From an optimization exercise on the open Yosys and OpenROAD flow, aimed at small area, a short achievable clock period and few clock cycles per item; shortcuts taken in it are not production practice. Only simulation tests tie the RTL to the original design; equivalence was not proved.

===== design.v =====
module aes_sbox_p1 (input wire [7:0] a, output wire [7:0] m);
    wire U0 = a[7];
    wire U1 = a[6];
    wire U2 = a[5];
    wire U3 = a[4];
    wire U4 = a[3];
    wire U5 = a[2];
    wire U6 = a[1];
    wire U7 = a[0];
    wire T1; g_xor u0 (.a(U0), .b(U3), .y(T1));
    wire T2; g_xor u1 (.a(U0), .b(U5), .y(T2));
    wire T3; g_xor u2 (.a(U0), .b(U6), .y(T3));
    wire T4; g_xor u3 (.a(U3), .b(U5), .y(T4));
    wire T5; g_xor u4 (.a(U4), .b(U6), .y(T5));
    wire T6; g_xor u5 (.a(T1), .b(T5), .y(T6));
    wire T7; g_xor u6 (.a(U1), .b(U2), .y(T7));
    g_xor u7 (.a(U7), .b(T6), .y(m[3]));
    wire T9; g_xor u8 (.a(U7), .b(T7), .y(T9));
    g_xor u9 (.a(T6), .b(T7), .y(m[2]));
    wire T11; g_xor u10 (.a(U1), .b(U5), .y(T11));
    wire T12; g_xor u11 (.a(U2), .b(U5), .y(T12));
    wire T13; g_xor u12 (.a(T3), .b(T4), .y(T13));
    wire T14; g_xor u13 (.a(T6), .b(T11), .y(T14));
    wire T15; g_xor u14 (.a(T5), .b(T11), .y(T15));
    wire T16; g_xor u15 (.a(T5), .b(T12), .y(T16));
    g_xor u16 (.a(T9), .b(T16), .y(m[1]));
    wire T18; g_xor u17 (.a(U3), .b(U7), .y(T18));
    wire T19; g_xor u18 (.a(T7), .b(T18), .y(T19));
    wire T20; g_xor u19 (.a(T1), .b(T19), .y(T20));
    wire T21; g_xor u20 (.a(U6), .b(U7), .y(T21));
    wire T22; g_xor u21 (.a(T7), .b(T21), .y(T22));
    g_xor u22 (.a(T2), .b(T22), .y(m[0]));
    wire T24; g_xor u23 (.a(T2), .b(m[2]), .y(T24));
    wire T25; g_xor u24 (.a(T20), .b(m[1]), .y(T25));
    wire T26; g_xor u25 (.a(T3), .b(T16), .y(T26));
    wire T27; g_xor u26 (.a(T1), .b(T12), .y(T27));
    wire M1; g_nand u27 (.a(T13), .b(T6), .y(M1));
    wire M2; g_nand u28 (.a(m[0]), .b(m[3]), .y(M2));
    wire M3; g_xnor u29 (.a(T14), .b(M1), .y(M3));
    wire M4; g_nand u30 (.a(T19), .b(U7), .y(M4));
    wire M5; g_xor u31 (.a(M4), .b(M1), .y(M5));
    wire M6; g_nand u32 (.a(T3), .b(T16), .y(M6));
    wire M7; g_nand u33 (.a(T22), .b(T9), .y(M7));
    wire M8; g_xnor u34 (.a(T26), .b(M6), .y(M8));
    wire M9; g_nand u35 (.a(T20), .b(m[1]), .y(M9));
    wire M10; g_xor u36 (.a(M9), .b(M6), .y(M10));
    wire M11; g_nand u37 (.a(T1), .b(T15), .y(M11));
    wire M12; g_nand u38 (.a(T4), .b(T27), .y(M12));
    wire M13; g_xor u39 (.a(M12), .b(M11), .y(M13));
    wire M14; g_nand u40 (.a(T2), .b(m[2]), .y(M14));
    wire M15; g_xor u41 (.a(M14), .b(M11), .y(M15));
    wire M16; g_xnor u42 (.a(M3), .b(M2), .y(M16));
    wire M17; g_xor u43 (.a(M5), .b(T24), .y(M17));
    wire M18; g_xnor u44 (.a(M8), .b(M7), .y(M18));
    wire M19; g_xor u45 (.a(M10), .b(M15), .y(M19));
    wire M20; g_xor u46 (.a(M16), .b(M13), .y(M20));
    wire M21; g_xor u47 (.a(M17), .b(M15), .y(M21));
    wire M22; g_xor u48 (.a(M18), .b(M13), .y(M22));
    wire M23; g_xor u49 (.a(M19), .b(T25), .y(M23));
    wire M24; g_xor u50 (.a(M22), .b(M23), .y(M24));
    wire M25; g_nand u51 (.a(M22), .b(M20), .y(M25));
    wire M26; g_xnor u52 (.a(M21), .b(M25), .y(M26));
    wire M27; g_xor u53 (.a(M20), .b(M21), .y(M27));
    wire M28; g_xnor u54 (.a(M23), .b(M25), .y(M28));
    wire M29; g_nand u55 (.a(M28), .b(M27), .y(M29));
    wire M30; g_nand u56 (.a(M26), .b(M24), .y(M30));
    wire M31; g_nand u57 (.a(M20), .b(M23), .y(M31));
    wire M32; g_nandb u58 (.a(M31), .b(M27), .y(M32));
    wire M33; g_xnor u59 (.a(M27), .b(M25), .y(M33));
    wire M34; g_nand u60 (.a(M21), .b(M22), .y(M34));
    wire M35; g_nandb u61 (.a(M34), .b(M24), .y(M35));
    wire M36; g_xnor u62 (.a(M24), .b(M25), .y(M36));
    g_xnor u63 (.a(M21), .b(M29), .y(m[7]));
    g_xnor u64 (.a(M32), .b(M33), .y(m[6]));
    g_xnor u65 (.a(M23), .b(M30), .y(m[5]));
    g_xnor u66 (.a(M35), .b(M36), .y(m[4]));
endmodule
module aes_sbox_p2 (input wire [7:0] a, input wire [7:0] m, output wire [7:0] y);
    wire U0 = a[7];
    wire U1 = a[6];
    wire U2 = a[5];
    wire U3 = a[4];
    wire U4 = a[3];
    wire U5 = a[2];
    wire U6 = a[1];
    wire U7 = a[0];
    wire M37 = m[7];
    wire M38 = m[6];
    wire M39 = m[5];
    wire M40 = m[4];
    wire T8 = m[3];
    wire T10 = m[2];
    wire T17 = m[1];
    wire T23 = m[0];
    wire X07; g_xor u0 (.a(U0), .b(U7), .y(X07));
    wire T1; g_xor u1 (.a(U0), .b(U3), .y(T1));
    wire T2; g_xor u2 (.a(U0), .b(U5), .y(T2));
    wire T3; g_xor u3 (.a(U0), .b(U6), .y(T3));
    wire T4; g_xor u4 (.a(U3), .b(U5), .y(T4));
    wire T5; g_xor u5 (.a(U4), .b(U6), .y(T5));
    wire T6; g_xor u6 (.a(T1), .b(T5), .y(T6));
    wire T7; g_xor u7 (.a(U1), .b(U2), .y(T7));
    wire T9; g_xor u8 (.a(U7), .b(T7), .y(T9));
    wire T11; g_xor u9 (.a(U1), .b(U5), .y(T11));
    wire T12; g_xor u10 (.a(U2), .b(U5), .y(T12));
    wire T13; g_xor u11 (.a(T3), .b(T4), .y(T13));
    wire T15; g_xor u12 (.a(T5), .b(T11), .y(T15));
    wire T16; g_xor u13 (.a(T5), .b(T12), .y(T16));
    wire T18; g_xor u14 (.a(U3), .b(U7), .y(T18));
    wire T19; g_xor u15 (.a(T7), .b(T18), .y(T19));
    wire T20; g_xor u16 (.a(X07), .b(T7), .y(T20));
    wire T21; g_xor u17 (.a(U6), .b(U7), .y(T21));
    wire T22; g_xor u18 (.a(T7), .b(T21), .y(T22));
    wire T27; g_xor u19 (.a(T1), .b(T12), .y(T27));
    wire M41; g_xor u20 (.a(M38), .b(M40), .y(M41));
    wire M42; g_xor u21 (.a(M37), .b(M39), .y(M42));
    wire M43; g_xor u22 (.a(M37), .b(M38), .y(M43));
    wire M44; g_xor u23 (.a(M39), .b(M40), .y(M44));
    wire M45; g_xor u24 (.a(M42), .b(M41), .y(M45));
    wire M46; g_nand u25 (.a(M44), .b(T6), .y(M46));
    wire M47; g_nand u26 (.a(M40), .b(T8), .y(M47));
    wire M48; g_nand u27 (.a(M39), .b(U7), .y(M48));
    wire M49; g_nand u28 (.a(M43), .b(T16), .y(M49));
    wire M50; g_nand u29 (.a(M38), .b(T9), .y(M50));
    wire M51; g_nand u30 (.a(M37), .b(T17), .y(M51));
    wire M52; g_nand u31 (.a(M42), .b(T15), .y(M52));
    wire M53; g_nand u32 (.a(M45), .b(T27), .y(M53));
    wire M54; g_nand u33 (.a(M41), .b(T10), .y(M54));
    wire M55; g_nand u34 (.a(M44), .b(T13), .y(M55));
    wire M56; g_nand u35 (.a(M40), .b(T23), .y(M56));
    wire M57; g_nand u36 (.a(M39), .b(T19), .y(M57));
    wire M58; g_nand u37 (.a(M43), .b(T3), .y(M58));
    wire M59; g_nand u38 (.a(M38), .b(T22), .y(M59));
    wire M60; g_nand u39 (.a(M37), .b(T20), .y(M60));
    wire M61; g_nand u40 (.a(M42), .b(T1), .y(M61));
    wire M62; g_nand u41 (.a(M45), .b(T4), .y(M62));
    wire M63; g_nand u42 (.a(M41), .b(T2), .y(M63));
    wire L0; g_xor u43 (.a(M61), .b(M62), .y(L0));
    wire L1; g_xor u44 (.a(M50), .b(M56), .y(L1));
    wire L2; g_xor u45 (.a(M46), .b(M48), .y(L2));
    wire L3; g_xor u46 (.a(M47), .b(M55), .y(L3));
    wire L4; g_xor u47 (.a(M54), .b(M58), .y(L4));
    wire L5; g_xor u48 (.a(M49), .b(M61), .y(L5));
    wire L6; g_xnor u49 (.a(M62), .b(L5), .y(L6));
    wire L7; g_xnor u50 (.a(M46), .b(L3), .y(L7));
    wire L8; g_xor u51 (.a(M51), .b(M59), .y(L8));
    wire L9; g_xor u52 (.a(M52), .b(M53), .y(L9));
    wire L10; g_xnor u53 (.a(M53), .b(L4), .y(L10));
    wire L11; g_xnor u54 (.a(M60), .b(L2), .y(L11));
    wire L12; g_xor u55 (.a(M48), .b(M51), .y(L12));
    wire L13; g_xnor u56 (.a(M50), .b(L0), .y(L13));
    wire L14; g_xor u57 (.a(M52), .b(M61), .y(L14));
    wire L15; g_xnor u58 (.a(M55), .b(L1), .y(L15));
    wire L16; g_xnor u59 (.a(M56), .b(L0), .y(L16));
    wire L17; g_xnor u60 (.a(M57), .b(L1), .y(L17));
    wire L18; g_xnor u61 (.a(M58), .b(L8), .y(L18));
    wire L19; g_xnor u62 (.a(M63), .b(L4), .y(L19));
    wire L20; g_xor u63 (.a(L0), .b(L1), .y(L20));
    wire L21; g_xor u64 (.a(L1), .b(L7), .y(L21));
    wire L22; g_xor u65 (.a(L3), .b(L12), .y(L22));
    wire L23; g_xor u66 (.a(L18), .b(L2), .y(L23));
    wire L24; g_xor u67 (.a(L15), .b(L9), .y(L24));
    wire L25; g_xor u68 (.a(L6), .b(L10), .y(L25));
    wire L26; g_xor u69 (.a(L7), .b(L9), .y(L26));
    wire L27; g_xor u70 (.a(L8), .b(L10), .y(L27));
    wire L28; g_xor u71 (.a(L11), .b(L14), .y(L28));
    wire L29; g_xor u72 (.a(L11), .b(L17), .y(L29));
    g_xor u73 (.a(L6), .b(L24), .y(y[7]));
    g_xnor u74 (.a(L16), .b(L26), .y(y[6]));
    g_xnor u75 (.a(L19), .b(L28), .y(y[5]));
    g_xor u76 (.a(L6), .b(L21), .y(y[4]));
    g_xor u77 (.a(L20), .b(L22), .y(y[3]));
    g_xor u78 (.a(L25), .b(L29), .y(y[2]));
    g_xnor u79 (.a(L13), .b(L27), .y(y[1]));
    g_xnor u80 (.a(L6), .b(L23), .y(y[0]));
endmodule
module g_xor (input wire a, input wire b, output wire y); assign y = a ^ b; endmodule
module g_xnor (input wire a, input wire b, output wire y); assign y = ~(a ^ b); endmodule
module g_nand (input wire a, input wire b, output wire y); assign y = ~(a & b); endmodule
module g_nor (input wire a, input wire b, output wire y); assign y = ~(a | b); endmodule
module g_nandb (input wire a, input wire b, output wire y); assign y = ~(~a & b); endmodule
module aes_core (
    input  wire         clk,
    input  wire         rst,         
    input  wire         in_valid,
    output wire         in_ready,
    input  wire         in_aes256,   
    input  wire [255:0] in_key,
    input  wire [127:0] in_block,
    output wire         out_valid,
    input  wire         out_ready,
    output wire [127:0] out_block
);
    reg          rdy;            
    reg          ov;             
    reg  [127:0] ob;
    reg  [127:0] X;              
    reg  [255:0] KX;             
    reg          xv;             
    reg          x256;
    reg  [3:0]   xr;             
    reg          xh;             
    reg          xw;             
    reg  [127:0] PU;             
    reg  [127:0] PM;             
    reg  [255:0] KP;
    reg  [31:0]  KPU;            
    reg  [31:0]  KPM;
    reg          pv;
    reg          p256;
    reg  [3:0]   pr;
    reg          ph;
    reg          pw;
    assign in_ready  = rdy;
    assign out_valid = ov;
    assign out_block = ob;
    genvar i, c;
    wire [127:0] pm_d;
    generate
        for (i = 0; i < 16; i = i + 1) begin : g_s1
            aes_sbox_p1 u_sb1 (.a(X[127 - 8*i -: 8]), .m(pm_d[127 - 8*i -: 8]));
        end
    endgenerate
    wire [31:0] ksub_x = x256 ? KX[31:0] : KX[159:128];
    wire [31:0] kpm_d;
    generate
        for (i = 0; i < 4; i = i + 1) begin : g_k1
            aes_sbox_p1 u_kb1 (.a(ksub_x[31 - 8*i -: 8]), .m(kpm_d[31 - 8*i -: 8]));
        end
    endgenerate
    wire [7:0] sb [0:15];    
    wire [7:0] sr [0:15];    
    wire [7:0] mc [0:15];    
    wire [7:0] xt [0:15];
    generate
        for (i = 0; i < 16; i = i + 1) begin : g_s2
            aes_sbox_p2 u_sb2 (.a(PU[127 - 8*i -: 8]), .m(PM[127 - 8*i -: 8]), .y(sb[i]));
        end
        for (c = 0; c < 4; c = c + 1) begin : g_col
            assign sr[4*c + 0] = sb[((c + 0) % 4) * 4 + 0];
            assign sr[4*c + 1] = sb[((c + 1) % 4) * 4 + 1];
            assign sr[4*c + 2] = sb[((c + 2) % 4) * 4 + 2];
            assign sr[4*c + 3] = sb[((c + 3) % 4) * 4 + 3];
            wire [7:0] a0 = sr[4*c + 0];
            wire [7:0] a1 = sr[4*c + 1];
            wire [7:0] a2 = sr[4*c + 2];
            wire [7:0] a3 = sr[4*c + 3];
            wire [7:0] s01 = a0 ^ a1;
            wire [7:0] s12 = a1 ^ a2;
            wire [7:0] s23 = a2 ^ a3;
            wire [7:0] s30 = a3 ^ a0;
            assign mc[4*c + 0] = a1 ^ s23;
            assign mc[4*c + 1] = a2 ^ s30;
            assign mc[4*c + 2] = a3 ^ s01;
            assign mc[4*c + 3] = a0 ^ s12;
            assign xt[4*c + 0] = {s01[6:0], 1'b0} ^ (s01[7] ? 8'h1b : 8'h00);
            assign xt[4*c + 1] = {s12[6:0], 1'b0} ^ (s12[7] ? 8'h1b : 8'h00);
            assign xt[4*c + 2] = {s23[6:0], 1'b0} ^ (s23[7] ? 8'h1b : 8'h00);
            assign xt[4*c + 3] = {s30[6:0], 1'b0} ^ (s30[7] ? 8'h1b : 8'h00);
        end
    endgenerate
    wire [127:0] sr_flat;
    wire [127:0] mc_flat;
    wire [127:0] xt_flat;
    generate
        for (i = 0; i < 16; i = i + 1) begin : g_flat
            assign sr_flat[127 - 8*i -: 8] = sr[i];
            assign mc_flat[127 - 8*i -: 8] = mc[i];
            assign xt_flat[127 - 8*i -: 8] = xt[i];
        end
    endgenerate
    wire [31:0] sub_out;
    generate
        for (i = 0; i < 4; i = i + 1) begin : g_k2
            aes_sbox_p2 u_kb2 (.a(KPU[31 - 8*i -: 8]), .m(KPM[31 - 8*i -: 8]),
                               .y(sub_out[31 - 8*i -: 8]));
        end
    endgenerate
    wire       plast   = (pr == (p256 ? 4'd14 : 4'd10));    
    wire       use_rot = !p256 || pr[0];
    wire [3:0] rc_idx  = p256 ? ((pr + 4'd1) >> 1) : pr;
    reg  [7:0] rcon;
    always @* begin
        case (rc_idx)
            4'd1:    rcon = 8'h01;
            4'd2:    rcon = 8'h02;
            4'd3:    rcon = 8'h04;
            4'd4:    rcon = 8'h08;
            4'd5:    rcon = 8'h10;
            4'd6:    rcon = 8'h20;
            4'd7:    rcon = 8'h40;
            4'd8:    rcon = 8'h80;
            4'd9:    rcon = 8'h1b;
            4'd10:   rcon = 8'h36;
            default: rcon = 8'h00;
        endcase
    end
    wire [31:0] rot_out = {sub_out[23:0], sub_out[31:24]};
    wire [31:0] temp = use_rot ? (rot_out ^ {rcon, 24'h000000}) : sub_out;
    wire [31:0] pf0 = KP[255:224];
    wire [31:0] pf1 = KP[255:224] ^ KP[223:192];
    wire [31:0] pf2 = pf1 ^ KP[191:160];
    wire [31:0] pf3 = pf1 ^ (KP[191:160] ^ KP[159:128]);
    wire [127:0] new_key = {pf0 ^ temp, pf1 ^ temp, pf2 ^ temp, pf3 ^ temp};
    wire [31:0]  rcw = {rcon, 24'h000000};
    wire [127:0] rk_a = p256 ? KP[127:0] : {pf0 ^ rcw, pf1 ^ rcw, pf2 ^ rcw, pf3 ^ rcw};
    wire [31:0]  rk_s = p256 ? 32'h0 : rot_out;
    wire [127:0] round_key = rk_a ^ {rk_s, rk_s, rk_s, rk_s};
    wire [127:0] fin_d = sr_flat ^ round_key;                  
    wire [127:0] nxt_d = mc_flat ^ xt_flat ^ round_key;       
    wire go_out = pv && plast && !ov && !pw;        
    reg       xv_n, x256_n, xh_n, xw_n;
    reg [3:0] xr_n;
    always @* begin
        if (rdy) begin
            xv_n   = in_valid;
            x256_n = in_aes256;
            xr_n   = 4'd1;
            xh_n   = 1'b0;
            xw_n   = xv;             
        end else if (pv && plast) begin
            xv_n   = !go_out;
            x256_n = p256;
            xr_n   = pr;
            xh_n   = 1'b1;
            xw_n   = pw;
        end else begin
            xv_n   = pv;
            x256_n = p256;
            xr_n   = pr + 4'd1;
            xh_n   = 1'b0;
            xw_n   = pw;
        end
        if (rst) xv_n = 1'b0;
    end
    wire pv_n   = xv && !rst;
    wire pw_n   = xw && !go_out;
    wire ov_n   = !rst && (go_out || (ov && !out_ready));
    wire plast_n = (xr == (x256 ? 4'd14 : 4'd10));
    wire rdy_n  = !pv_n || (plast_n && !ov_n && !pw_n);
    always @(posedge clk) begin
        rdy  <= rdy_n;
        ov   <= ov_n;
        xv   <= xv_n;
        x256 <= x256_n;
        xr   <= xr_n;
        xh   <= xh_n;
        xw   <= xw_n;
        pv   <= pv_n;
        p256 <= x256;
        pr   <= xr;
        ph   <= xh;
        pw   <= pw_n;
    end
    wire         sel_nxt = !rdy && !ph && !plast;
    wire [127:0] x_other = rdy ? (in_block ^ in_key[255:128]) : (ph ? PU : fin_d);
    wire [127:0] x_d;
    wire         sel_fin = go_out && !ph;
    wire [127:0] ob_other = (go_out && ph) ? PU : ob;
    wire [127:0] ob_d;
    generate
        for (i = 0; i < 128; i = i + 1) begin : g_mx
            g_mux2 u_xm (.a(x_other[i]), .b(nxt_d[i]), .s(sel_nxt), .y(x_d[i]));
            g_mux2 u_om (.a(ob_other[i]), .b(fin_d[i]), .s(sel_fin), .y(ob_d[i]));
        end
    endgenerate
    always @(posedge clk) begin
        ob  <= ob_d;
        X   <= x_d;
        KX  <= rdy ? in_key : {round_key, new_key};
        PU  <= X;
        PM  <= pm_d;
        KP  <= KX;
        KPU <= ksub_x;
        KPM <= kpm_d;
    end
endmodule
module g_mux2 (input wire a, input wire b, input wire s, output wire y);
    assign y = s ? b : a;
endmodule

===== run.sh =====
#!/bin/bash
# synth_recipe.tcl (not shown) runs the flow's synth.tcl, then flattens the netlist and writes it again
# the make line also repeats each setting of config.mk as NAME=value (left out here)
make -C /OpenROAD-flow-scripts/flow DESIGN_CONFIG=/design/flow/config.mk WORK_HOME=/design/flow/orfs CLKGATE_MAP_FILE= SYNTH_SCRIPT=/design/flow/synth_recipe.tcl finish

===== config.mk =====
export PLATFORM = sky130hd
export DESIGN_NAME = aes_core
export DESIGN_NICKNAME = aes_core
export VERILOG_FILES = /design/flow/design.v
export SDC_FILE = /design/flow/constraint.sdc
export NUM_CORES = 4
export LEC_CHECK = 0
export CAP_MARGIN = 20
export CORE_MARGIN = 2
export CORE_UTILIZATION = 50
export PLACE_DENSITY = 0.6
export SETUP_SLACK_MARGIN = 5.0
export SLEW_MARGIN = 20
export SYNTH_HIERARCHICAL = 1
export SYNTH_MINIMUM_KEEP_SIZE = 0
export TNS_END_PERCENT = 5

===== constraint.sdc =====
create_clock -name core_clock -period 8.5 [get_ports {clk}]
set_input_delay 1.7000 -clock core_clock [delete_from_list [all_inputs] [get_ports {clk}]]
set_output_delay 1.7000 -clock core_clock [all_outputs]
set_load 0.01 [all_outputs]

==> results of run 1 <==
routing by layer:
layer  GRT usage [%]  vias up  routed length, µm
met5               0        -                 40
met4            15.8        8              13200
met3            5.96      402              18100
met2            55.3     1897             116000
met1            47.5    25400             113000
li1                -    24100                  -
synthesized netlist by cell type (all sizes together), types with 3 or more instances:
cell type  count  area share (%)
a21o           3           0.032
a21oi         46            0.41
a221o          6           0.086
a22o           3           0.038
a22oi          9            0.12
a31oi          4           0.088
and2           3           0.027
and3           5           0.045
buf           51            0.48
clkbuf       167            0.90
dfxtp       1106              32
inv           65            0.35
mux2         454             8.7
mux2i        234             3.4
nand2       1000             5.4
nand2b        44            0.40
nand3         17            0.12
nor2          64            0.34
nor3           8           0.057
nor3b         13            0.14
o21a           3           0.032
o21ai        326             2.4
or3           13            0.12
xnor2       1339              17
xnor3         34             1.1
xor2        2085              26
through the flow:
| stage | setup slack [ns] | instance area, µm² |
|---|---|---|
| after global routing | 4.71 | 90500 |
| after detailed placement | 3.40 | 77600 |
| after CTS | 4.72 | 85800 |
| after global placement | 3.39 | 77600 |
| final | 4.78 | 90500 |
| after floorplan | 3.77 | 69800 |
logic make-up after synthesis:
family                     Yosys count  synth area share (%)
AOI/OAI and AO/OA                  415                  3.38
muxes                              688                  12.1
adders and majority gates            2                0.0359
xor gates and xnor gates          3460                  44.2
buffers and inverters              284                  1.74
DFF                               1106                  31.7
and+or+nand+nor                   1180                  6.79
repair_timing:
| action | CTS | global route |
|---|---|---|
| buffers inserted | 99 | 151 |
| setup endpoints to repair | 494 | 405 |
| endpoints found under the hold margin | 0 | 0 |
| gates resized for setup | 442 | 557 |
| pin swaps | 79 | 139 |
| cloned | 1 | 0 |
area by class of cell:
type / instances / share of cell area (%)
multi-input combinational: 5746 / 58.2
antenna: 4 / 0.0111
tap: 1876 / 2.59
clock buffer: 182 / 4.14
clock inverter: 53 / 0.657
inverter: 66 / 0.286
timing repair buffer: 914 / 9.38
sequential: 1106 / 24.7
worst paths after layout:
path / cells past startpoint / startpoint / endpoint / slack (ns)
setup / recovery: 1 / ob[68]$_DFF_P_ / out_block[68] / 4.78
hold / removal: 0 / KX[244]$_DFF_P_ / KP[244]$_DFF_P_ / 0.31
setup reg to reg: 13 / KPU[17]$_DFF_P_ / X[93]$_DFF_P_ / 4.79
hold reg to reg: 0 / KX[244]$_DFF_P_ / KP[244]$_DFF_P_ / 0.31
modules after synthesis, one instance, submodules excluded, excerpt:
module / area, µm² / copies in the design / flip-flops and latches
aes_core: 43300 / 1 / 1106
g_mux2: 15.0 / 256 / 0
g_xnor: 8.76 / 520 / 0
g_xor: 8.76 / 1760 / 0
g_nandb: 6.26 / 40 / 0
g_nand: 3.75 / 640 / 0
placed cells by master, fill, tap and decap left out, drive strengths merged, types with 4 or more instances in the layout:
master and n:
a21oi 46, a221o 6, a22oi 9, a31oi 4
and3 5, buf 396, bufinv 8, clkbuf 182
clkdlybuf4s50 517, clkinv 25, clkinvlp 13, dfxtp 1106
diode 4, inv 73, mux2 454, mux2i 234
nand2 1000, nand2b 44, nand3 17, nor2 64
nor3 8, nor3b 13, o21ai 326, or3 13
xnor2 1339, xnor3 34, xor2 2085
sequential cells by signal (all words and copies together) (netlist names), 4 cells and up:
signal and flops:
KP 256, KPM 32, KPU 32, KX 256
PM 128, PU 128, X 128, ob 128
pr 4, xr 4
==> results.py, run 1 <==
metrics = {
    "outcome": {
        "status": "complete, no violations",
    },
    "global_routing": {
        "grt_start_max_net_pins": 186,
        "track_usage_pct": 35.3,
        "antenna_found_initial": 19,
        "grt_pass1_wl_um": 360000,
        "grt_pass1_vias": 50900,
        "grt_overflow": 0,
    },
    "route": {
        "vias_per_cell": 5.21,
        "via_count": 51800,
        "wire_per_inst_um": 26.1,
        "first_pass_iters": 6,
        "drt-initial-drc-count": 4143,
        "drc": 0,
        "totalWireLength_um": 260000,
        "postRouteAntennaNets": 0,
    },
    "logic_synthesis": {
        "synth_seq_cells": 1106,
        "netlist_area_um2": 69700,
        "synth.distinct_cells": 69,
        "synth_edf_count": 0,
        "ys_warn_count": 7,
        "synth-async-reset-ratio_pct": 0,
        "syn_inst": 7135,
        "syn-num-nets": 7526,
        "synthFlopType": "dfxtp_1",
        "syn_avg_cell_area_um2": 9.77,
        "ys_seq_area_share_pct": 31.7,
    },
    "floorplan": {
        "rows": 137,
        "dieHeight_um": 377,
        "io_pins": 519,
        "initial_core_util_pct": 50.2,
        "core_um2": 139000,
        "die_w_um": 377,
        "die_area_um2": 142000,
    },
    "sta": {
        "worst_slew_pin_slew_ns": 1.12,
        "final.min_clock_period_ns": 3.72,
        "finalHoldViolCount": 0,
        "hold_slack_ns": 0.311,
        "finalSetupViolations": 0,
        "slew_viol_final": 0,
        "period_share_pct": 43.8,
        "fmax_ghz": 0.269,
        "fin_tns_setup_ns": 0,
        "finClkSkew_ns": 0.0348,
        "rsz0062_at_grt": "yes",
        "slew_headroom_pct": 25.0,
    },
    "clock_tree": {
        "ctsHoldBuffers": 0,
        "cts_made_buffers": 131,
        "root_buffer": "clkbuf_16",
        "clk_latency_ns": 0.78,
        "cts_max_level": 4,
        "cts_buffer_depth": 3,
        "cts_tree": "yes",
        "clk_pin_slew_worst_paths_ns": 0.06,
        "cts_sinks": 1106,
    },
    "cells_and_area": {
        "drive_gt1_share_pct": 23.2,
        "syn2layout_area_growth_pct": 29.7,
        "fin_cells": 9947,
        "register_area_um2": 22400,
        "final_nets": 8356,
        "nFillCells": 11200,
        "final_util_pct": 65.1,
        "multi_input_area_um2": 52700,
    },
    "critical_path": {
        "crit_family": "buffers and inverters",
        "crit_path_start_kind": "flop",
        "worst_path_max_delay_cell": "clkdlybuf4s50_1",
        "cp_max_fo": 2,
        "cp_data_arrival_time_ns": 2.02,
        "critPathBufInv": 1,
        "setup.worst_path.class": "reg2out",
        "crit_path_cell_trace": "clkdlybuf4s50_1",
        "critPathMaxStageDelay_ns": 0.63,
        "critical_path.endpoint_type": "output pin",
        "required_ns": 6.80,
    },
    "place": {
        "hpwl_um": 205000,
        "portBuffers": 518,
        "place_inst": 9457,
        "finalWeightedCongestion": 0.964,
    },
    "hold_path": {
        "worstHoldPathType": "reg2reg",
    },
    "run": {
        "max-cap-violations": 0,
    },
}
Testbench counts, summed over its fixed seeds: cycles 23,660, blocks 1,920.
==> run 2, diff against run 1 <==
--- a/design.v
+++ b/design.v
@@ -213,2 +213,5 @@
     reg          pw;
+    reg          pl;             
+    reg          prot;           
+    reg  [7:0]   prc;            
     assign in_ready  = rdy;
@@ -216,3 +219,3 @@
     assign out_block = ob;
-    genvar i, c;
+    genvar i, c, k;
     wire [127:0] pm_d;
@@ -230,6 +233,4 @@
     endgenerate
-    wire [7:0] sb [0:15];    
-    wire [7:0] sr [0:15];    
-    wire [7:0] mc [0:15];    
-    wire [7:0] xt [0:15];
+    wire [7:0] sb [0:15];
+    wire [127:0] sr;             
     generate
@@ -238,33 +239,7 @@
         end
-        for (c = 0; c < 4; c = c + 1) begin : g_col
-            assign sr[4*c + 0] = sb[((c + 0) % 4) * 4 + 0];
-            assign sr[4*c + 1] = sb[((c + 1) % 4) * 4 + 1];
-            assign sr[4*c + 2] = sb[((c + 2) % 4) * 4 + 2];
-            assign sr[4*c + 3] = sb[((c + 3) % 4) * 4 + 3];
-            wire [7:0] a0 = sr[4*c + 0];
-            wire [7:0] a1 = sr[4*c + 1];
-            wire [7:0] a2 = sr[4*c + 2];
-            wire [7:0] a3 = sr[4*c + 3];
-            wire [7:0] s01 = a0 ^ a1;
-            wire [7:0] s12 = a1 ^ a2;
-            wire [7:0] s23 = a2 ^ a3;
-            wire [7:0] s30 = a3 ^ a0;
-            assign mc[4*c + 0] = a1 ^ s23;
-            assign mc[4*c + 1] = a2 ^ s30;
-            assign mc[4*c + 2] = a3 ^ s01;
-            assign mc[4*c + 3] = a0 ^ s12;
-            assign xt[4*c + 0] = {s01[6:0], 1'b0} ^ (s01[7] ? 8'h1b : 8'h00);
-            assign xt[4*c + 1] = {s12[6:0], 1'b0} ^ (s12[7] ? 8'h1b : 8'h00);
-            assign xt[4*c + 2] = {s23[6:0], 1'b0} ^ (s23[7] ? 8'h1b : 8'h00);
-            assign xt[4*c + 3] = {s30[6:0], 1'b0} ^ (s30[7] ? 8'h1b : 8'h00);
-        end
-    endgenerate
-    wire [127:0] sr_flat;
-    wire [127:0] mc_flat;
-    wire [127:0] xt_flat;
-    generate
-        for (i = 0; i < 16; i = i + 1) begin : g_flat
-            assign sr_flat[127 - 8*i -: 8] = sr[i];
-            assign mc_flat[127 - 8*i -: 8] = mc[i];
-            assign xt_flat[127 - 8*i -: 8] = xt[i];
+        for (c = 0; c < 4; c = c + 1) begin : g_sr
+            assign sr[127 - 32*c      -: 8] = sb[((c + 0) % 4) * 4 + 0];
+            assign sr[127 - 32*c -  8 -: 8] = sb[((c + 1) % 4) * 4 + 1];
+            assign sr[127 - 32*c - 16 -: 8] = sb[((c + 2) % 4) * 4 + 2];
+            assign sr[127 - 32*c - 24 -: 8] = sb[((c + 3) % 4) * 4 + 3];
         end
@@ -278,5 +253,5 @@
     endgenerate
-    wire       plast   = (pr == (p256 ? 4'd14 : 4'd10));    
-    wire       use_rot = !p256 || pr[0];
-    wire [3:0] rc_idx  = p256 ? ((pr + 4'd1) >> 1) : pr;
+    wire       xlast  = (xr == (x256 ? 4'd14 : 4'd10));
+    wire       xrot   = !x256 || xr[0];
+    wire [3:0] rc_idx = x256 ? ((xr + 4'd1) >> 1) : xr;
     reg  [7:0] rcon;
@@ -297,4 +272,7 @@
     end
+    wire       plast   = pl;
+    wire       use_rot = prot;
     wire [31:0] rot_out = {sub_out[23:0], sub_out[31:24]};
-    wire [31:0] temp = use_rot ? (rot_out ^ {rcon, 24'h000000}) : sub_out;
+    wire [31:0] rcw     = {prc, 24'h000000};
+    wire [31:0] temp    = use_rot ? (rot_out ^ rcw) : sub_out;
     wire [31:0] pf0 = KP[255:224];
@@ -304,8 +282,51 @@
     wire [127:0] new_key = {pf0 ^ temp, pf1 ^ temp, pf2 ^ temp, pf3 ^ temp};
-    wire [31:0]  rcw = {rcon, 24'h000000};
     wire [127:0] rk_a = p256 ? KP[127:0] : {pf0 ^ rcw, pf1 ^ rcw, pf2 ^ rcw, pf3 ^ rcw};
-    wire [31:0]  rk_s = p256 ? 32'h0 : rot_out;
+    wire [31:0]  rk_s;
+    wire         m128 = !p256;
+    generate
+        for (k = 0; k < 32; k = k + 1) begin : g_rks
+            g_and u_a (.a(rot_out[k]), .b(m128), .y(rk_s[k]));
+        end
+    endgenerate
     wire [127:0] round_key = rk_a ^ {rk_s, rk_s, rk_s, rk_s};
-    wire [127:0] fin_d = sr_flat ^ round_key;                  
-    wire [127:0] nxt_d = mc_flat ^ xt_flat ^ round_key;       
+    wire [127:0] fin_d;
+    wire [127:0] nxt_d;
+    wire [127:0] dm;
+    generate
+        for (c = 0; c < 4; c = c + 1) begin : g_mc
+            wire [7:0] a0 = sr[127 - 32*c      -: 8];
+            wire [7:0] a1 = sr[127 - 32*c -  8 -: 8];
+            wire [7:0] a2 = sr[127 - 32*c - 16 -: 8];
+            wire [7:0] a3 = sr[127 - 32*c - 24 -: 8];
+            wire [31:0] s;           
+            wire [7:0]  t;
+            for (k = 0; k < 8; k = k + 1) begin : g_b
+                g_xor u_s0 (.a(a0[k]), .b(a1[k]), .y(s[k]));
+                g_xor u_s1 (.a(a1[k]), .b(a2[k]), .y(s[8 + k]));
+                g_xor u_s2 (.a(a2[k]), .b(a3[k]), .y(s[16 + k]));
+                g_xor u_s3 (.a(a3[k]), .b(a0[k]), .y(s[24 + k]));
+                g_xor u_t  (.a(s[k]), .b(s[16 + k]), .y(t[k]));
+            end
+            for (i = 0; i < 4; i = i + 1) begin : g_row
+                wire [7:0] xt;
+                wire [7:0] si = s[8*i +: 8];
+                assign xt[0] = si[7];
+                assign xt[2] = si[1];
+                assign xt[5] = si[4];
+                assign xt[6] = si[5];
+                assign xt[7] = si[6];
+                g_xor u_x1 (.a(si[0]), .b(si[7]), .y(xt[1]));
+                g_xor u_x3 (.a(si[2]), .b(si[7]), .y(xt[3]));
+                g_xor u_x4 (.a(si[3]), .b(si[7]), .y(xt[4]));
+                for (k = 0; k < 8; k = k + 1) begin : g_bit
+                    localparam integer b = 127 - 32*c - 8*i - 7 + k;    
+                    wire f1;
+                    g_xor u_d  (.a(t[k]), .b(xt[k]), .y(dm[b]));
+                    g_xor u_f1 (.a(sr[b]), .b(rk_a[b]), .y(f1));
+                    g_xor u_f2 (.a(f1), .b(rk_s[b % 32]), .y(fin_d[b]));
+                    g_xor u_n  (.a(fin_d[b]), .b(dm[b]), .y(nxt_d[b]));
+                end
+            end
+        end
+    endgenerate
     wire go_out = pv && plast && !ov && !pw;        
@@ -335,7 +356,7 @@
     end
-    wire pv_n   = xv && !rst;
-    wire pw_n   = xw && !go_out;
-    wire ov_n   = !rst && (go_out || (ov && !out_ready));
-    wire plast_n = (xr == (x256 ? 4'd14 : 4'd10));
-    wire rdy_n  = !pv_n || (plast_n && !ov_n && !pw_n);
+    wire pv_n    = xv && !rst;
+    wire pw_n    = xw && !go_out;
+    wire ov_n    = !rst && (go_out || (ov && !out_ready));
+    wire plast_n = xlast;
+    wire rdy_n   = !pv_n || (plast_n && !ov_n && !pw_n);
     always @(posedge clk) begin
@@ -353,13 +374,24 @@
         pw   <= pw_n;
+        pl   <= xlast;
+        prot <= xrot;
+        prc  <= rcon;
     end
     wire         sel_nxt = !rdy && !ph && !plast;
-    wire [127:0] x_other = rdy ? (in_block ^ in_key[255:128]) : (ph ? PU : fin_d);
+    wire         sel_fin = !rdy && !ph && plast;
+    wire [127:0] x_early = rdy ? (in_block ^ in_key[255:128]) : PU;
+    wire         sel_ear = rdy || ph;
+    wire         sel_ofin = go_out && !ph;
+    wire [127:0] ob_early = (go_out && ph) ? PU : ob;
     wire [127:0] x_d;
-    wire         sel_fin = go_out && !ph;
-    wire [127:0] ob_other = (go_out && ph) ? PU : ob;
     wire [127:0] ob_d;
     generate
-        for (i = 0; i < 128; i = i + 1) begin : g_mx
-            g_mux2 u_xm (.a(x_other[i]), .b(nxt_d[i]), .s(sel_nxt), .y(x_d[i]));
-            g_mux2 u_om (.a(ob_other[i]), .b(fin_d[i]), .s(sel_fin), .y(ob_d[i]));
+        for (k = 0; k < 128; k = k + 1) begin : g_mx
+            wire n1, n2, n3, o1, o2;
+            g_nand  u_n1 (.a(nxt_d[k]), .b(sel_nxt), .y(n1));
+            g_nand  u_n2 (.a(fin_d[k]), .b(sel_fin), .y(n2));
+            g_nand  u_n3 (.a(x_early[k]), .b(sel_ear), .y(n3));
+            g_nand3 u_x  (.a(n1), .b(n2), .c(n3), .y(x_d[k]));
+            g_nand  u_o1 (.a(fin_d[k]), .b(sel_ofin), .y(o1));
+            g_nand  u_o2 (.a(ob_early[k]), .b(!sel_ofin), .y(o2));
+            g_nand  u_o  (.a(o1), .b(o2), .y(ob_d[k]));
         end
@@ -377,4 +409,7 @@
 endmodule
-module g_mux2 (input wire a, input wire b, input wire s, output wire y);
-    assign y = s ? b : a;
+module g_and (input wire a, input wire b, output wire y);
+    assign y = a & b;
+endmodule
+module g_nand3 (input wire a, input wire b, input wire c, output wire y);
+    assign y = ~(a & b & c);
 endmodule
==> flow/run.sh (new file) <==
#!/bin/bash
set -euo pipefail
bash standard.sh "BUFFER_PORTS_ARGS=-buffer_cell sky130_fd_sc_hd__buf_2" "SETUP_SLACK_MARGIN=5.3" finish > flow_make.log 2>&1
==> standard.sh (new file) <==
#!/bin/bash
# synth_recipe.tcl (not shown) runs the flow's synth.tcl, then flattens the netlist and writes it again
# the make line also repeats each setting of config.mk as NAME=value (left out here)
make -C /OpenROAD-flow-scripts/flow DESIGN_CONFIG=/design/flow/config.mk WORK_HOME=/design/flow/orfs CLKGATE_MAP_FILE= SYNTH_SCRIPT=/design/flow/synth_recipe.tcl "${@:-finish}"
removed: run.sh
==> results.py, run 2 <==
metrics = {
    "clock_tree": {
        "clk_pin_slew_worst_paths_ns": 0.06,
        "ctsHoldBuffers": 0,
        "cts_made_buffers": 132,
        "cts_sinks": 1116,
        "cts_tree": "yes",
        "cts_max_level": 4,
        "root_buffer": "clkbuf_16",
        "clk_latency_ns": 0.78,
        "cts_buffer_depth": 3,
    },
    "critical_path": {
        "setup.worst_path.class": "reg2reg",
        "crit_path_cell_trace": "xnor3_2 -> xnor2_2 -> o21ai_0 -> xor2_1 -> xor2_2 -> xor2_1 -> nand2_1 -> nand3_1",
        "critPathBufInv": 0,
        "cp_data_arrival_time_ns": 4.23,
        "required_ns": 9.20,
        "critPathMostFrequentCell": "xor2_1",
        "crit_path_start_kind": "flop",
        "worst_path_max_delay_cell": "o21ai_0",
        "crit_family": "XOR/XNOR gates",
        "critPathMaxStageDelay_ns": 1.08,
        "critical_path.endpoint_type": "flop",
        "cp_max_fo": 4,
    },
    "hold_path": {
        "worstHoldPathType": "reg2reg",
    },
    "logic_synthesis": {
        "synth_top_cells_by_count": "2599 x xor2_1, 1684 x nand2_1, 1116 x dfxtp_1",
        "ys_warn_count": 7,
        "syn-num-nets": 8149,
        "ys_seq_area_share_pct": 31.7,
        "synthTopCellsByArea": "xor2_1 32%, dfxtp_1 32%, xnor2_1 10%",
        "netlist_area_um2": 70600,
        "synth-async-reset-ratio_pct": 0,
        "synth_area_leader_cell": "xor2_1",
        "synth.distinct_cells": 54,
        "synth_edf_count": 0,
        "synth_top_area_share_pct": 32.3,
        "syn_inst": 7757,
        "syn_avg_cell_area_um2": 9.10,
        "synth_seq_cells": 1116,
        "synth.most_common_cell": "xor2_1",
        "synthFlopType": "dfxtp_1",
    },
    "floorplan": {
        "core_um2": 140000,
        "die_w_um": 380,
        "rows": 137,
        "dieHeight_um": 380,
        "initial_core_util_pct": 50.5,
        "io_pins": 519,
        "die_area_um2": 144000,
    },
    "run": {
        "max-cap-violations": 0,
    },
    "route": {
        "postRouteAntennaNets": 0,
        "via_count": 56900,
        "vias_per_cell": 5.25,
        "wire_per_inst_um": 26.0,
        "drt-initial-drc-count": 4918,
        "totalWireLength_um": 282000,
        "drc": 0,
        "first_pass_iters": 6,
    },
    "cells_and_area": {
        "drive_gt1_share_pct": 30.8,
        "stdcell_area_um2": 93500,
        "final_nets": 9247,
        "largestRegisters": "KP (256), KX (256)",
        "final_cell_mix": "1927 x xor2_1, 1637 x nand2_1, 956 x dfxtp_1",
        "syn2layout_area_growth_pct": 32.4,
        "final_common_cell": "xor2_1",
    },
    "sta": {
        "fmax_ghz": 0.284,
        "slew_headroom_pct": 4.86,
        "fin_tns_setup_ns": 0,
        "finalHoldViolCount": 0,
        "rsz0062_at_grt": "yes",
        "finalSetupViolations": 0,
        "finClkSkew_ns": 0.0321,
        "period_share_pct": 41.5,
        "worst_slew_pin_slew_ns": 1.41,
        "slew_viol_final": 0,
        "final.min_clock_period_ns": 3.53,
    },
    "global_routing": {
        "antenna_found_initial": 10,
        "track_usage_pct": 37.9,
        "grt_start_max_net_pins": 164,
        "grt_pass1_vias": 56300,
        "grt_pass1_wl_um": 397000,
        "grt_overflow": 0,
    },
    "outcome": {
        "status": "complete, no violations",
    },
    "place": {
        "placed_area_um2": 75600,
        "portBuffers": 518,
        "hpwl_um": 217000,
        "finalWeightedCongestion": 0.983,
    },
}
[run 2: what timing repair did]
item                       in CTS  in global routing
setup endpoints to repair     434                362
setup buffers                 414                 85
cloned                          1                  0
resized for setup            1134                276
pin swaps                     333                147
[run 2: area by class of cell]
cell class                 count  area [µm²]
inverter                      38         153
clock buffer                 178        3730
timing repair buffer        1137        7950
tap                         1876        2350
multi-input combinational   6430       55900
fill                       11400       46400
clock inverter                57         653
antenna                        3        7.51
sequential                  1116       22800
[run 2: worst paths after layout]
kind                                   endpoint             from  cells past startpoint  slack, ns
worst max-delay path              X[25]$_DFF_P_  KP[249]$_DFF_P_                      8       4.97
worst min-delay path            KP[232]$_DFF_P_  KX[232]$_DFF_P_                      0       0.30
worst max register to register    X[25]$_DFF_P_  KP[249]$_DFF_P_                      8       4.97
worst min register to register  KP[232]$_DFF_P_  KX[232]$_DFF_P_                      0       0.30
[run 2: worst reg2reg max path, delay by kind of cell, from the launching register on]
kind	cells	cell delay [ns]
AND/OR/NAND/NOR	2	0.28
AO/OA/AOI/OAI	1	1.08
flip-flops	1	0.62
XOR/XNOR	5	1.48
[run 2: cell families after synthesis]
logic type / synth area share (%)
DFF: 31.7
AOI/OAI and AO/OA: 3.96
and+or+nand+nor: 12.2
muxes: 5.63
xor gates and xnor gates: 44.9
buffers and inverters: 1.62
adders and majority gates: 0.0532
[run 2: routing by layer]
layer,track usage [%],up-vias,wire (µm)
met5,0,-,34
met4,19.5,6,17800
met3,5.96,521,20100
met2,58.1,2276,124000
met1,51.6,27900,120000
li1,-,26200,-
[run 2: modules after synthesis (local to each module, per instance), excerpt]
module    cells  copies in the design
aes_core   3149                     1
g_xnor        1                   520
g_xor         1                  2480
g_and         1                    32
g_nandb       1                    40
g_nand3       1                   128
g_nand        1                  1408
[run 2: stage by stage]
stage	utilization [%]	setup WS (ns)	hold WS (ns)	std cells
after floorplan	-	4.74	0.310	7757
after global placement	54.1	3.69	0.310	10100
after detailed placement	54.1	3.75	0.312	10100
after CTS	65.0	5.20	0.304	10700
after global routing	66.8	4.91	0.315	10800
final	66.8	4.97	0.304	10800
Testbench counts of run 2, summed over its fixed seeds: cycles 23,660, blocks 1,920.
==> run 3, diff against run 2 <==
==> run.sh (new file) <==
#!/bin/bash
# synth_recipe.tcl (not shown) runs the flow's synth.tcl, then flattens the netlist and writes it again
# the make line also repeats each setting of config.mk as NAME=value (left out here)
make -C /OpenROAD-flow-scripts/flow DESIGN_CONFIG=/design/flow/config.mk WORK_HOME=/design/flow/orfs CLKGATE_MAP_FILE= SYNTH_SCRIPT=/design/flow/synth_recipe.tcl finish
removed: flow/run.sh
removed: standard.sh
==> results.py, run 3 <==
metrics = {
    "logic_synthesis": {
        "synth.distinct_cells": 54,
        "synth_area_leader_cell": "xor2_1",
        "synth_edf_count": 0,
        "synthTopCellsByArea": "xor2_1 32%, dfxtp_1 32%, xnor2_1 10%",
        "ys_seq_area_share_pct": 31.7,
        "synth_seq_cells": 1116,
        "synth_top_area_share_pct": 32.3,
        "syn-num-nets": 8149,
        "synth_top_cells_by_count": "2599 x xor2_1, 1684 x nand2_1, 1116 x dfxtp_1",
        "syn_avg_cell_area_um2": 9.10,
        "ys_warn_count": 7,
        "synth.most_common_cell": "xor2_1",
        "synth-async-reset-ratio_pct": 0,
        "synthFlopType": "dfxtp_1",
        "netlist_area_um2": 70600,
        "syn_inst": 7757,
    },
    "place": {
        "dp_slack_ns": 3.57,
        "finalWeightedCongestion": 1.03,
        "hpwl_um": 214000,
        "portBuffers": 518,
        "placed_area_um2": 78000,
    },
    "global_routing": {
        "grt_start_max_net_pins": 151,
        "track_usage_pct": 36.6,
        "grt_pass1_vias": 54300,
        "grt_pass1_wl_um": 383000,
        "antenna_found_initial": 11,
        "grt_overflow": 0,
    },
    "cells_and_area": {
        "drive_gt1_share_pct": 20.8,
        "final_cell_mix": "2052 x xor2_1, 1668 x nand2_1, 994 x dfxtp_1",
        "syn2layout_area_growth_pct": 31.1,
        "stdcell_area_um2": 92500,
        "final_common_cell": "xor2_1",
        "final_nets": 9047,
        "largestRegisters": "KP (256), KX (256)",
    },
    "route": {
        "vias_per_cell": 5.26,
        "drt-initial-drc-count": 4831,
        "postRouteAntennaNets": 0,
        "via_count": 55900,
        "totalWireLength_um": 276000,
        "wire_per_inst_um": 26.0,
        "first_pass_iters": 6,
        "drc": 0,
    },
    "sta": {
        "slew_viol_final": 0,
        "hold_slack_ns": 0.309,
        "period_share_pct": 44.0,
        "worst_slew_pin_slew_ns": 1.25,
        "finalSetupViolations": 0,
        "rsz0062_at_grt": "yes",
        "slew_headroom_pct": 16.1,
        "fin_ws_ns": 4.76,
        "fin_tns_setup_ns": 0,
        "final.min_clock_period_ns": 3.74,
        "fmax_ghz": 0.267,
        "finalHoldViolCount": 0,
        "finClkSkew_ns": 0.0290,
    },
    "critical_path": {
        "critical_path.endpoint_type": "flop",
        "cp_max_fo": 6,
        "crit_path_start_kind": "flop",
        "setup.worst_path.class": "reg2reg",
        "cp_data_arrival_time_ns": 4.45,
        "required_ns": 9.21,
    },
    "floorplan": {
        "core_um2": 140000,
        "die_area_um2": 144000,
        "die_w_um": 380,
        "dieHeight_um": 380,
        "io_pins": 519,
        "rows": 137,
        "initial_core_util_pct": 50.5,
    },
    "clock_tree": {
        "cts_tree": "yes",
        "cts_sinks": 1116,
        "cts_made_buffers": 131,
        "cts_buffer_depth": 3,
        "clk_pin_slew_worst_paths_ns": 0.06,
        "cts_max_level": 4,
        "root_buffer": "clkbuf_16",
        "clk_latency_ns": 0.79,
    },
    "run": {
        "max-cap-violations": 0,
    },
    "outcome": {
        "status": "complete, no violations",
    },
    "hold_path": {
        "worstHoldPathType": "reg2reg",
    },
}
## run 3: cell counts after synthesis
Identical to the previous run, type by type.
## run 3: stage by stage
stage	utilization (%)	std cells
3_3_place_gp	55.8	10100
6_report	66.1	10600
3_5_place_dp	55.8	10100
5_1_grt	66.1	10600
4_1_cts	62.2	10400
2_1_floorplan	-	7757
## run 3: kinds of logic (layout without fill, tap and decap cells)
| family | Yosys count | in the layout | synth area share, % |
|---|---|---|---|
| other cells | 0 | 7 | 0 |
| compound gates | 462 | 462 | 3.96 |
| buf+inv | 211 | 1212 | 1.62 |
| mux | 303 | 303 | 5.63 |
| xor+xnor | 3513 | 3513 | 44.9 |
| fa+ha+maj | 3 | 3 | 0.0532 |
| flops | 1116 | 1116 | 31.7 |
| simple gates | 2149 | 2149 | 12.2 |
## run 3: worst max-delay path: stages, from the launching register on
cell	delay, ns
dfxtp_1	0.51
xor2_1	0.28
xor2_1	0.17
nand2_1	0.12
xor2_1	0.21
xnor2_1	0.33
xor2_1	0.26
xor2_2	0.16
buf_4	0.17
xor2_2	0.31
xor2_2	0.21
buf_4	0.15
xor2_1	0.34
xor2_1	0.21
nand2_1	0.08
nand3_1	0.13
## run 3: worst paths after layout
check / from / to / slack [ns] / depth (start not counted)
setup / recovery: PU[114]$_DFF_P_ / X[12]$_DFF_P_ / 4.76 / 15
hold / removal: KX[95]$_DFF_P_ / KP[95]$_DFF_P_ / 0.31 / 0
setup reg to reg: PU[114]$_DFF_P_ / X[12]$_DFF_P_ / 4.76 / 15
hold reg to reg: KX[95]$_DFF_P_ / KP[95]$_DFF_P_ / 0.31 / 0
## run 3: per-layer routing
layer | global-route usage [%] | up-vias | wire [µm]
li1 | - | 25800 | -
met1 | 48.7 | 27400 | 116000
met2 | 56.2 | 2241 | 122000
met3 | 6.90 | 483 | 21700
met4 | 19.1 | 8 | 17000
met5 | 0 | - | 49
## run 3: final cells by class
type / count / area (µm²)
repair buffers: 938 / 8830
fillers: 11600 / 47400
well taps: 1876 / 2350
flip-flops and latches: 1116 / 22600
diodes: 7 / 17.5
inverters: 38 / 155
clock buffers: 184 / 3800
multi-input cells: 6430 / 54000
clock inverters: 52 / 850
## run 3: timing repair
| action | CTS | global route |
|---|---|---|
| endpoints found under the setup margin | 312 | 270 |
| pin swaps | 87 | 177 |
| setup buffers | 132 | 185 |
| gates resized for setup | 430 | 608 |
| hold buffers | 0 | 0 |
## run 3: Yosys stat by module (local to each module, per instance), a selection
module	times used	flip-flops and latches	cells
g_xnor	520	0	1
g_nand	1408	0	1
g_nandb	40	0	1
g_xor	2480	0	1
g_and	32	0	1
g_nand3	128	0	1
aes_core	1	1116	3149
==> run 4, diff against run 3 <==
==> flow/run.sh (new file) <==
#!/bin/bash
set -euo pipefail
bash standard.sh "BUFFER_PORTS_ARGS=-buffer_cell sky130_fd_sc_hd__buf_2" finish > flow_make.log 2>&1
==> standard.sh (new file) <==
#!/bin/bash
# synth_recipe.tcl (not shown) runs the flow's synth.tcl, then flattens the netlist and writes it again
# the make line also repeats each setting of config.mk as NAME=value (left out here)
make -C /OpenROAD-flow-scripts/flow DESIGN_CONFIG=/design/flow/config.mk WORK_HOME=/design/flow/orfs CLKGATE_MAP_FILE= SYNTH_SCRIPT=/design/flow/synth_recipe.tcl "${@:-finish}"
removed: run.sh
==> results.py, run 4 <==
metrics = {
    "logic_synthesis": {
        "synth.distinct_cells": 54,
        "synth_edf_count": 0,
        "ys_seq_area_share_pct": 31.7,
        "synth_top_area_share_pct": 32.3,
        "netlist_area_um2": 70600,
        "syn-num-nets": 8149,
        "ys_warn_count": 7,
        "synth_top_cells_by_count": "2599 x xor2_1, 1684 x nand2_1, 1116 x dfxtp_1",
        "syn_inst": 7757,
        "synth.most_common_cell": "xor2_1",
        "synth-async-reset-ratio_pct": 0,
        "synthTopCellsByArea": "xor2_1 32%, dfxtp_1 32%, xnor2_1 10%",
        "synthFlopType": "dfxtp_1",
        "synth_area_leader_cell": "xor2_1",
        "syn_avg_cell_area_um2": 9.10,
        "synth_seq_cells": 1116,
    },
    "global_routing": {
        "grt_pass1_wl_um": 383000,
        "grt_overflow": 0,
        "track_usage_pct": 36.6,
        "antenna_found_initial": 14,
        "grt_pass1_vias": 53900,
        "grt_start_max_net_pins": 158,
    },
    "route": {
        "drt-initial-drc-count": 5049,
        "vias_per_cell": 5.27,
        "drc": 0,
        "via_count": 55900,
        "first_pass_iters": 6,
        "wire_per_inst_um": 26.1,
        "postRouteAntennaNets": 0,
        "totalWireLength_um": 276000,
    },
    "cells_and_area": {
        "syn2layout_area_growth_pct": 27.2,
        "final_nets": 9012,
        "largestRegisters": "KP (256), KX (256)",
        "drive_gt1_share_pct": 26.6,
        "final_util_pct": 64.2,
        "stdcell_area_um2": 89800,
        "final_common_cell": "xor2_1",
        "fin_cells": 10600,
        "final_cell_mix": "2036 x xor2_1, 1666 x nand2_1, 996 x dfxtp_1",
    },
    "clock_tree": {
        "clk_latency_ns": 0.80,
        "cts_made_buffers": 132,
        "cts_sinks": 1116,
        "clk_pin_slew_worst_paths_ns": 0.06,
        "ctsHoldBuffers": 0,
        "cts_buffer_depth": 3,
        "cts_tree": "yes",
        "root_buffer": "clkbuf_16",
        "cts_max_level": 4,
    },
    "sta": {
        "fmax_ghz": 0.276,
        "finalHoldViolCount": 0,
        "slew_headroom_pct": 12.4,
        "final.min_clock_period_ns": 3.63,
        "finClkSkew_ns": 0.0287,
        "slew_viol_final": 0,
        "fin_tns_setup_ns": 0,
        "fin_ws_ns": 4.87,
        "rsz0062_at_grt": "yes",
        "worst_slew_pin_slew_ns": 1.30,
        "period_share_pct": 42.7,
        "finalSetupViolations": 0,
        "hold_slack_ns": 0.315,
    },
    "critical_path": {
        "r2r-start": "PU[85]$_DFF_P_",
        "cp_data_arrival_time_ns": 4.34,
        "critical_path.endpoint_type": "flop",
        "rr_endpoint": "X[116]$_DFF_P_",
        "worst_path_max_delay_cell": "dfxtp_2",
        "crit_path_start_kind": "flop",
        "setup.worst_path.class": "reg2reg",
        "r2r_slack_ns": 4.87,
        "critPathMaxStageDelay_ns": 0.40,
        "required_ns": 9.21,
        "critPathMostFrequentCell": "xor2_2",
        "crit_path_cell_trace": "xor2_2 -> xor2_1 -> nand2_2 -> xor2_4 -> xnor2_2 -> xor2_2 -> xor2_4 -> buf_12 -> xor2_2 -> xor2_1 -> xor2_2 -> xor2_2 -> nand2_1 -> nand3_1",
        "reg2reg_depth": 14,
        "crit_family": "XOR/XNOR gates",
        "critPathBufInv": 1,
        "cp_max_fo": 4,
    },
    "hold_path": {
        "holdPathStages": 0,
        "hp-start": "KX[160]$_DFF_P_",
        "worstHoldEndpoint": "KP[160]$_DFF_P_",
        "worstHoldPathType": "reg2reg",
    },
    "floorplan": {
        "initial_core_util_pct": 50.5,
        "die_w_um": 380,
        "dieHeight_um": 380,
        "die_area_um2": 144000,
        "io_pins": 519,
        "rows": 137,
        "core_um2": 140000,
    },
    "place": {
        "finalWeightedCongestion": 1.09,
        "placed_area_um2": 75400,
        "portBuffers": 518,
        "place_inst": 10100,
        "dp_slack_ns": 3.77,
        "hpwl_um": 215000,
    },
    "outcome": {
        "status": "complete, no violations",
    },
    "run": {
        "max-cap-violations": 0,
    },
}
[run 4: changes by cell type in the layout (fill, tap and decap cells not counted), moves of 8 or more]
cell,delta
xnor2_2,+8
xnor2_1,-11
buf_2,+518
clkdlybuf4s50_1,-518
xor2_2,+21
buf_4,-41
xor2_1,-16
[run 4: logic make-up (layout without fill, tap and decap cells)]
| family | count (synthesis) | in the layout | synth area share (%) |
|---|---|---|---|
| muxes | 303 | 303 | 5.63 |
| buffers and inverters | 211 | 1173 | 1.62 |
| and+or+nand+nor | 2149 | 2149 | 12.2 |
| DFF | 1116 | 1116 | 31.7 |
| AOI/OAI and AO/OA | 462 | 462 | 3.96 |
| xor gates and xnor gates | 3513 | 3513 | 44.9 |
| other | 0 | 4 | 0 |
| adders and majority gates | 3 | 3 | 0.0532 |
[run 4: worst register-to-register path, stage by stage (launching register included)]
cell and delay, ns:
dfxtp_2 0.40, xor2_2 0.23, xor2_1 0.24, nand2_2 0.14, xor2_4 0.26, xnor2_2 0.17
xor2_2 0.26, xor2_4 0.20, buf_12 0.16, xor2_2 0.33, xor2_1 0.40, xor2_2 0.24
xor2_2 0.27, nand2_1 0.10, nand3_1 0.13
[run 4: how the worst max path moves through the flow]
stage	from	endpoint	slack, ns	cells past startpoint
finish	PU[85]$_DFF_P_	X[116]$_DFF_P_	4.87	14
global route	PU[5]$_DFF_P_	X[97]$_DFF_P_	4.77	14
CTS	PU[121]$_DFF_P_	X[99]$_DFF_P_	4.87	15
detailed placement	PU[118]$_DFF_P_	X[15]$_DFF_P_	3.77	13
global placement	PU[22]$_DFF_P_	X[55]$_DFF_P_	3.78	13
floorplan	x256$_DFF_P_	KPM[28]$_DFF_P_	4.74	13
[run 4: what timing repair did]
item / 4_1_cts / 5_1_grt
gates cloned: 1 / 0
resized for setup: 495 / 541
pin swaps: 97 / 151
buffers inserted: 148 / 136
setup endpoints to repair: 280 / 209
[run 4: routing by layer]
metal  vias up  part of all wire (%)  global-route usage [%]
met3       595                   8.4                    7.47
met4         6                   6.2                    19.8
met2      2427                    44                    56.0
li1      25700                     -                       -
met5         -                 0.069                       0
met1     27100                    42                    48.4
[run 4: final cells by class]
cell class              instances  area [µm²]
well taps                    1876        2350
diodes                          4        10.0
clock inverters                47         751
flip-flops and latches       1116       22500
inverters                      38         153
repair buffers                902        6060
multi-input cells            6430       54100
clock buffers                 186        3770
fillers                     11700       50100
[run 4: per-module statistics from Yosys, one instance, submodules excluded, a selection]
module,cells inside,flops+latches,cell area (µm²)
g_and,1,0,6.26
g_nand3,1,0,5.00
aes_core,3149,1116,37900
g_nand,1,0,3.75
g_xor,1,0,8.76
g_nandb,1,0,6.26
g_xnor,1,0,8.76
==> run 5, diff against run 4 <==
--- a/config.mk
+++ b/config.mk
@@ -9,4 +9,4 @@
 export CORE_MARGIN = 2
-export CORE_UTILIZATION = 50
-export PLACE_DENSITY = 0.6
+export CORE_UTILIZATION = 60
+export PLACE_DENSITY = 0.7
 export SETUP_SLACK_MARGIN = 5.0
==> results.py, run 5 <==
metrics = {
    "clock_tree": {
        "cts_made_buffers": 119,
        "cts_sinks": 1116,
        "cts_max_level": 3,
        "clk_pin_slew_worst_paths_ns": 0.06,
        "cts_tree": "yes",
        "root_buffer": "clkbuf_16",
        "clk_latency_ns": 0.78,
        "cts_buffer_depth": 3,
    },
    "logic_synthesis": {
        "syn-num-nets": 8149,
        "synth.distinct_cells": 54,
        "ys_seq_area_share_pct": 31.7,
        "netlist_area_um2": 70600,
        "synth_edf_count": 0,
        "synth-async-reset-ratio_pct": 0,
        "syn_inst": 7757,
        "synth_seq_cells": 1116,
        "synthTopCellsByArea": "xor2_1 32%, dfxtp_1 32%, xnor2_1 10%",
        "synth.most_common_cell": "xor2_1",
        "synth_top_cells_by_count": "2599 x xor2_1, 1684 x nand2_1, 1116 x dfxtp_1",
        "syn_avg_cell_area_um2": 9.10,
        "synth_top_area_share_pct": 32.3,
        "synth_area_leader_cell": "xor2_1",
        "synthFlopType": "dfxtp_1",
        "ys_warn_count": 7,
    },
    "route": {
        "drt-initial-drc-count": 5905,
        "vias_per_cell": 5.58,
        "totalWireLength_um": 265000,
        "postRouteAntennaNets": 0,
        "wire_per_inst_um": 25.9,
        "drc": 0,
        "first_pass_iters": 7,
        "via_count": 57000,
    },
    "global_routing": {
        "grt_start_max_net_pins": 160,
        "grt_pass1_wl_um": 366000,
        "antenna_found_initial": 7,
        "grt_overflow": 0,
        "grt_pass1_vias": 54400,
        "track_usage_pct": 41.4,
    },
    "sta": {
        "period_share_pct": 45.4,
        "fin_tns_setup_ns": 0,
        "fmax_ghz": 0.259,
        "finClkSkew_ns": 0.0539,
        "slew_viol_final": 0,
        "rsz0062_at_grt": "yes",
        "slew_headroom_pct": 14.8,
        "worst_slew_pin_slew_ns": 1.26,
        "final.min_clock_period_ns": 3.86,
        "finalSetupViolations": 0,
        "finalHoldViolCount": 0,
    },
    "critical_path": {
        "critPathMaxStageDelay_ns": 0.56,
        "setup.worst_path.class": "reg2reg",
        "critical_path.endpoint_type": "flop",
        "crit_path_cell_trace": "xor2_1 -> xor2_1 -> nand2_1 -> xor2_1 -> xnor2_1 -> xor2_1 -> xnor2_2 -> xor2_2 -> xor2_2 -> buf_4 -> xor2_1 -> xor2_1 -> nand2_1 -> nand3_1",
        "worst_path_max_delay_cell": "dfxtp_1",
        "cp_max_fo": 7,
        "crit_path_start_kind": "flop",
        "reg2reg_depth": 14,
        "critPathMostFrequentCell": "xor2_1",
        "required_ns": 9.18,
        "cp_data_arrival_time_ns": 4.54,
    },
    "hold_path": {
        "worstHoldPathType": "reg2reg",
        "holdPathStages": 0,
    },
    "run": {
        "max-cap-violations": 0,
    },
    "floorplan": {
        "core_um2": 116000,
        "initial_core_util_pct": 60.7,
        "dieHeight_um": 347,
        "io_pins": 519,
        "rows": 125,
        "die_w_um": 347,
        "die_area_um2": 120000,
    },
    "cells_and_area": {
        "stdcell_area_um2": 87500,
        "nFillCells": 8432,
        "final_nets": 8984,
        "final_cell_mix": "2128 x xor2_1, 1677 x nand2_1, 1014 x dfxtp_1",
        "syn2layout_area_growth_pct": 24.0,
        "drive_gt1_share_pct": 25.0,
        "largestRegisters": "KP (256), KX (256)",
        "fin_cells": 10200,
        "final_common_cell": "xor2_1",
    },
    "place": {
        "portBuffers": 518,
        "place_inst": 9708,
        "finalWeightedCongestion": 1.04,
        "placed_area_um2": 74800,
        "hpwl_um": 200000,
    },
    "outcome": {
        "status": "complete, no violations",
    },
}
==> run 5: per-module statistics from Yosys, one instance, submodules excluded, a selection <==
module    area, µm²  cells inside  flops+latches  times used
g_xnor         8.76             1              0         520
g_xor          8.76             1              0        2480
g_nand3        5.00             1              0         128
g_nandb        6.26             1              0          40
aes_core      37900          3149           1116           1
g_nand         3.75             1              0        1408
g_and          6.26             1              0          32
==> run 5: worst max-delay path: cells and delay by family (launching register included) <==
kind                   cells  cell delay [ns]
XOR/XNOR                  10             2.54
buffers and inverters      1             0.17
flip-flops                 1             0.56
AND/OR/NAND/NOR            3             0.47
==> run 5: cell type report <==
| type | instances | area [µm²] | area share (%) |
|---|---|---|---|
| multi-input cells | 6430 | 52900 | 60.5 |
| flip-flops and latches | 1116 | 22500 | 25.7 |
| repair buffers | 887 | 5790 | 6.62 |
| clock buffers | 159 | 3330 | 3.80 |
| well taps | 1524 | 1910 | 2.18 |
| clock inverters | 60 | 892 | 1.02 |
| inverters | 38 | 150 | 0.172 |
| diodes | 3 | 7.51 | 0.00858 |
==> run 5: worst paths after layout <==
path / startpoint / endpoint / slack (ns)
min: KX[243]$_DFF_P_ / KP[243]$_DFF_P_ / 0.29
max reg2reg: PU[24]$_DFF_P_ / X[0]$_DFF_P_ / 4.64
min reg2reg: KX[243]$_DFF_P_ / KP[243]$_DFF_P_ / 0.29
max: PU[24]$_DFF_P_ / X[0]$_DFF_P_ / 4.64
==> run 5: what timing repair did <==
| action | CTS | global route |
|---|---|---|
| setup buffers | 139 | 148 |
| endpoints found under the setup margin | 294 | 258 |
| pin swaps | 89 | 112 |
| hold buffers | 0 | 0 |
| gates resized for setup | 414 | 462 |
==> run 5: stage by stage <==
stage / setup WS [ns] / hold slack, ns / util [%]
3_5_place_dp: 3.71 / 0.312 / 64.3
3_3_place_gp: 3.62 / 0.310 / 64.3
2_1_floorplan: 4.74 / 0.310 / -
4_1_cts: 4.82 / 0.309 / 71.5
6_report: 4.64 / 0.293 / 75.2
5_1_grt: 4.60 / 0.317 / 75.2
==> run 5: layer usage <==
layer  share of wire [%]  routed length, µm  global-route usage [%]  up-vias
met5              0.0045                 12                       0        -
met4                 7.2              19200                    22.8        2
met3                  10              27100                    9.58      742
met2                  44             116000                    63.6     2856
met1                  39             103000                    53.9    27700
li1                    -                  -                       -    25700
==> run 5: cell families after synthesis <==
family,count (synthesis),synth area share (%)
adder cells (fa/ha/maj),3,0.0532
XOR/XNOR,3513,44.9
multiplexers,303,5.63
buffers and inverters,211,1.62
AND/OR/NAND/NOR,2149,12.2
AO/OA/AOI/OAI,462,3.96
flip-flops,1116,31.7

## re-timing with driven ports
The results above use ideal ports. As a check the final layouts listed here were re-extracted and re-timed, cells and wires unchanged.
Step 1, drivers: a clkbuf_16 drives clk and a buf_2 each remaining input, both assumed.
Step 2 times the ports against the registers' clock, not the clock port: input delays grow and output delays shrink by t, the midpoint of the rising clock arrivals with the driver on.
a / b / c = ideal / step 1 / step 2; a / b = the first two.
| run | t, ns | setup slack, ns | latest minus earliest clock arrival (ns) | worst register clock-pin slew, ns |
|---|---|---|---|---|
| run 1 | 0.843 | 4.779 / 4.698 / 4.777 | 0.036 / 0.036 | 0.06 / 0.06 |
| run 2 | 0.835 | 4.973 / 4.973 / 4.973 | 0.033 / 0.033 | 0.07 / 0.07 |
| run 3 | 0.859 | 4.761 / 4.761 / 4.761 | 0.031 / 0.030 | 0.07 / 0.07 |
| run 4 | 0.875 | 4.873 / 4.873 / 4.873 | 0.031 / 0.031 | 0.07 / 0.07 |
| run 5 | 0.843 | 4.640 / 4.640 / 4.640 | 0.054 / 0.054 | 0.07 / 0.07 |
After both steps every run listed still meets setup and hold. For run 1, which loses most, drivers alone change the setup slack by -0.081 ns; drivers and shift together by -0.002 ns.
